This is an optimization exercise on Yosys and OpenROAD, whose aim is small area, a short achievable clock period and few clock cycles per item, not a production implementation.
Where RTL was checked, it was by simulation tests only, not by an equivalence proof against the original.

run A:
==> module aes_enc_core, before the edit <==
module aes_enc_core (
    input  wire         clk,
    input  wire         rst,         
    input  wire         in_valid,
    output wire         in_ready,
    input  wire         key_256,     
    input  wire [255:0] key,
    input  wire [127:0] block_in,
    output reg          out_valid,
    output wire [127:0] block_out
);
    genvar i;
    reg  [127:0] st1;
    reg  [255:0] k1;
    reg          busy1, mode1, last1;
    reg  [3:0]   round1;
    reg  [7:0]   rcon1;
    reg          ksel_w, ksel_rw, ksel_rh;
    reg  [255:0] m2;         
    reg  [63:0]  km2;        
    reg  [255:0] k2;
    reg          busy2, mode2, last2;
    reg  [3:0]   round2;
    reg  [7:0]   rcon2;
    reg  [127:0] out_q;
    reg          in_ready_q;
    assign block_out = out_q;
    assign in_ready = in_ready_q;
    wire load = in_ready;
    wire [127:0] ark = st1 ^ k1[255:128];
    wire [31:0]  kx_in = ({32{ksel_w}}  & k1[31:0])
                       | ({32{ksel_rw}} & {k1[23:0], k1[31:24]})
                       | ({32{ksel_rh}} & {k1[151:128], k1[159:152]});
    wire [63:0]  inv1, tl1;
    wire [15:0]  kinv1, ktl1;
    generate
        for (i = 0; i < 16; i = i + 1) begin : g_sbt
            aes_sbox_top u_t (.in(ark[127-8*i -: 8]), .inv(inv1[63-4*i -: 4]),
                             .tl(tl1[63-4*i -: 4]));
        end
        for (i = 0; i < 4; i = i + 1) begin : g_ksbt
            aes_sbox_top u_t (.in(kx_in[31-8*i -: 8]), .inv(kinv1[15-4*i -: 4]),
                             .tl(ktl1[15-4*i -: 4]));
        end
    endgenerate
    wire [127:0] sub;
    generate
        for (i = 0; i < 16; i = i + 1) begin : g_sbb
            aes_sbox_bot u_b (.in(m2[255-16*i -: 8]), .inv(m2[247-16*i -: 4]),
                              .tl(m2[243-16*i -: 4]), .out(sub[127-8*i -: 8]));
        end
    endgenerate
    wire [127:0] shifted;
    generate
        for (i = 0; i < 16; i = i + 1) begin : g_sr
            localparam integer R = i % 4;
            localparam integer C = i / 4;
            localparam integer SRC = ((C + R) % 4) * 4 + R;
            assign shifted[127-8*i -: 8] = sub[127-8*SRC -: 8];
        end
    endgenerate
    wire [127:0] mixed;
    generate
        for (i = 0; i < 4; i = i + 1) begin : g_mc
            wire [7:0] a0 = shifted[127-32*i -: 8];
            wire [7:0] a1 = shifted[119-32*i -: 8];
            wire [7:0] a2 = shifted[111-32*i -: 8];
            wire [7:0] a3 = shifted[103-32*i -: 8];
            wire [7:0] t  = a0 ^ a1 ^ a2 ^ a3;
            wire [7:0] d0 = a0 ^ a1;
            wire [7:0] d1 = a1 ^ a2;
            wire [7:0] d2 = a2 ^ a3;
            wire [7:0] d3 = a3 ^ a0;
            wire [7:0] x0 = {d0[6:0], 1'b0} ^ (d0[7] ? 8'h1b : 8'h00);
            wire [7:0] x1 = {d1[6:0], 1'b0} ^ (d1[7] ? 8'h1b : 8'h00);
            wire [7:0] x2 = {d2[6:0], 1'b0} ^ (d2[7] ? 8'h1b : 8'h00);
            wire [7:0] x3 = {d3[6:0], 1'b0} ^ (d3[7] ? 8'h1b : 8'h00);
            assign mixed[127-32*i -: 8] = a0 ^ t ^ x0;
            assign mixed[119-32*i -: 8] = a1 ^ t ^ x1;
            assign mixed[111-32*i -: 8] = a2 ^ t ^ x2;
            assign mixed[103-32*i -: 8] = a3 ^ t ^ x3;
        end
    endgenerate
    wire [31:0] kx_sub;
    generate
        for (i = 0; i < 4; i = i + 1) begin : g_ksbb
            aes_sbox_bot u_b (.in(km2[63-16*i -: 8]), .inv(km2[55-16*i -: 4]),
                              .tl(km2[51-16*i -: 4]), .out(kx_sub[31-8*i -: 8]));
        end
    endgenerate
    wire        kx_rot = !mode2 || round2[0];
    wire [31:0] b0 = k2[255:224] ^ {kx_rot ? rcon2 : 8'h00, 24'h0};
    wire [31:0] b1 = b0 ^ k2[223:192];
    wire [31:0] b2 = b1 ^ k2[191:160];
    wire [31:0] b3 = b2 ^ k2[159:128];
    wire [127:0] next_words = {b0, b1, b2, b3} ^ {4{kx_sub}};
    wire [127:0] tk_base = mode2 ? k2[127:0] : {b0, b1, b2, b3};
    wire [31:0]  tk_sub  = mode2 ? 32'h0 : kx_sub;
    always @(posedge clk) begin
        for (integer b = 0; b < 16; b = b + 1)
            m2[255-16*b -: 16] <= {ark[127-8*b -: 8], inv1[63-4*b -: 4], tl1[63-4*b -: 4]};
        for (integer b = 0; b < 4; b = b + 1)
            km2[63-16*b -: 16] <= {kx_in[31-8*b -: 8], kinv1[15-4*b -: 4], ktl1[15-4*b -: 4]};
        k2     <= k1;
        mode2  <= mode1;
        round2 <= round1;
        last2  <= last1;
        rcon2  <= rcon1;
        out_q <= (shifted ^ tk_base) ^ {4{tk_sub}};
        if (load) begin
            st1    <= block_in;
            k1     <= key;
            mode1  <= key_256;
            round1 <= 4'd1;
            last1  <= 1'b0;
            rcon1  <= 8'h01;
            ksel_w  <= 1'b0;
            ksel_rw <= key_256;
            ksel_rh <= !key_256;
        end else begin
            st1    <= mixed;
            k1     <= {mode2 ? k2[127:0] : next_words, next_words};
            mode1  <= mode2;
            round1 <= round2 + 4'd1;
            last1  <= (round2 == (mode2 ? 4'd13 : 4'd9));
            rcon1  <= kx_rot ? ({rcon2[6:0], 1'b0} ^ (rcon2[7] ? 8'h1b : 8'h00)) : rcon2;
            ksel_w  <= mode2 && round2[0];
            ksel_rw <= mode2 && !round2[0];
            ksel_rh <= !mode2;
        end
    end
    always @(posedge clk) begin
        if (rst) begin
            busy1     <= 1'b0;
            busy2     <= 1'b0;
            out_valid <= 1'b0;
            in_ready_q <= 1'b1;
        end else begin
            busy2     <= busy1;
            busy1     <= load ? in_valid : (busy2 && !last2);
            out_valid <= busy2 && last2;
            in_ready_q <= (!busy1 || last1) &&
                          (load ? (!in_valid || !key_256)
                                : (!busy2 || last2 || !mode2 || round2 >= 4'd4));
        end
    end
endmodule
export LEC_CHECK = 0
export CAP_MARGIN = 20
export CORE_MARGIN = 2
export CORE_UTILIZATION = 60
export PLACE_DENSITY = 0.7
export SETUP_SLACK_MARGIN = 5
export SLEW_MARGIN = 20
create_clock -name core_clock -period 9.0 [get_ports {clk}]
standard.sh (not shown) runs the stock make flow with config.mk's settings and CLKGATE_MAP_FILE= SYNTH_SCRIPT=/design/flow/synth_recipe.tcl, a recipe that flattens the netlist after the stock synthesis.
==> flow/flow/run.sh <==
#!/bin/bash
# The standard layout (settings from config.mk), with the smallest buffer on every port.
set -euo pipefail
bash standard.sh SETUP_SLACK_MARGIN=5.45 "BUFFER_PORTS_ARGS=-buffer_cell sky130_fd_sc_hd__buf_1" finish > standard.log 2>&1
Testbench counts of run A, summed over its fixed seeds: cycles 23,252, items 1,920.
Changes in run B relative to run A:
-- flow/design.v --
<<< run A, line 194
);
    genvar i;
    reg  [127:0] st1;
    reg  [255:0] k1;
>>> run B, line 194
);
    genvar i;
    integer b;
    reg  [127:0] st1;
    reg  [255:0] k1;
<<< run A, line 250
            wire [7:0] a2 = shifted[111-32*i -: 8];
            wire [7:0] a3 = shifted[103-32*i -: 8];
            wire [7:0] t  = a0 ^ a1 ^ a2 ^ a3;
            wire [7:0] d0 = a0 ^ a1;
            wire [7:0] d1 = a1 ^ a2;
>>> run B, line 251
            wire [7:0] a2 = shifted[111-32*i -: 8];
            wire [7:0] a3 = shifted[103-32*i -: 8];
            wire [7:0] d0 = a0 ^ a1;
            wire [7:0] d1 = a1 ^ a2;
<<< run A, line 259
            wire [7:0] x2 = {d2[6:0], 1'b0} ^ (d2[7] ? 8'h1b : 8'h00);
            wire [7:0] x3 = {d3[6:0], 1'b0} ^ (d3[7] ? 8'h1b : 8'h00);
            assign mixed[127-32*i -: 8] = a0 ^ t ^ x0;
            assign mixed[119-32*i -: 8] = a1 ^ t ^ x1;
            assign mixed[111-32*i -: 8] = a2 ^ t ^ x2;
            assign mixed[103-32*i -: 8] = a3 ^ t ^ x3;
        end
    endgenerate
>>> run B, line 259
            wire [7:0] x2 = {d2[6:0], 1'b0} ^ (d2[7] ? 8'h1b : 8'h00);
            wire [7:0] x3 = {d3[6:0], 1'b0} ^ (d3[7] ? 8'h1b : 8'h00);
            assign mixed[127-32*i -: 8] = x0 ^ (a1 ^ d2);
            assign mixed[119-32*i -: 8] = x1 ^ (a2 ^ d3);
            assign mixed[111-32*i -: 8] = x2 ^ (a3 ^ d0);
            assign mixed[103-32*i -: 8] = x3 ^ (a0 ^ d1);
        end
    endgenerate
<<< run A, line 278
    wire [31:0] b3 = b2 ^ k2[159:128];
    wire [127:0] next_words = {b0, b1, b2, b3} ^ {4{kx_sub}};
    wire [127:0] tk_base = mode2 ? k2[127:0] : {b0, b1, b2, b3};
    wire [31:0]  tk_sub  = mode2 ? 32'h0 : kx_sub;
    always @(posedge clk) begin
        for (integer b = 0; b < 16; b = b + 1)
            m2[255-16*b -: 16] <= {ark[127-8*b -: 8], inv1[63-4*b -: 4], tl1[63-4*b -: 4]};
        for (integer b = 0; b < 4; b = b + 1)
            km2[63-16*b -: 16] <= {kx_in[31-8*b -: 8], kinv1[15-4*b -: 4], ktl1[15-4*b -: 4]};
        k2     <= k1;
>>> run B, line 278
    wire [31:0] b3 = b2 ^ k2[159:128];
    wire [127:0] next_words = {b0, b1, b2, b3} ^ {4{kx_sub}};
    wire [127:0] this_key = mode2 ? k2[127:0] : next_words;
    always @(posedge clk) begin
        for (b = 0; b < 16; b = b + 1)
            m2[255-16*b -: 16] <= {ark[127-8*b -: 8], inv1[63-4*b -: 4], tl1[63-4*b -: 4]};
        for (b = 0; b < 4; b = b + 1)
            km2[63-16*b -: 16] <= {kx_in[31-8*b -: 8], kinv1[15-4*b -: 4], ktl1[15-4*b -: 4]};
        k2     <= k1;
<<< run A, line 290
        last2  <= last1;
        rcon2  <= rcon1;
        out_q <= (shifted ^ tk_base) ^ {4{tk_sub}};
        if (load) begin
            st1    <= block_in;
>>> run B, line 289
        last2  <= last1;
        rcon2  <= rcon1;
        out_q <= shifted ^ this_key;
        if (load) begin
            st1    <= block_in;
<<< run A, line 303
        end else begin
            st1    <= mixed;
            k1     <= {mode2 ? k2[127:0] : next_words, next_words};
            mode1  <= mode2;
            round1 <= round2 + 4'd1;
>>> run B, line 302
        end else begin
            st1    <= mixed;
            k1     <= {this_key, next_words};
            mode1  <= mode2;
            round1 <= round2 + 4'd1;
### Flow results
Against run A, run B comes in 1.3 points higher on final worst-path cycle share. ~same met3 track demand over resource in global routing in run A and run B. Summary of run B over run A: count of inserted tapcells up 0.86%. Run B: number of placement rows higher than run A. Between run B and run A, it is run B whose via count of the first global-routing pass is lower, by 1383. In the flow results for run A and run B, the maximum frequency is smaller on run B. Sort run A and run B by final estimated routing congestion in global placement, ascending, and run B comes first. Across run A and run B, the outcome is the same: a clean finish for every run.
Function not checked in run B: the RTL went through the layout flow alone.

-- afterwards: timing with drivers on the ports --
The flow's constraints put no driver on any port. The routed layouts listed below were extracted and timed again, unchanged, in two steps. Step 1, drivers: a clkbuf_16 drives clk and a buf_2 each remaining input, both assumed. Step 2 times the ports against the registers' clock, not the clock port: input delays grow and output delays shrink by t, the midpoint of the rising clock arrivals with the driver on. Three values: ideal ports, drivers, drivers and shift; two values: the first two.
run | shift t [ns] | setup slack, ns | worst setup path at the end
run A | 0.797 | 5.472 / 5.472 / 5.472 | register to register
run B | 0.796 | 5.350 / 5.350 / 5.350 | register to register
After both steps setup and hold are still met in every run listed.
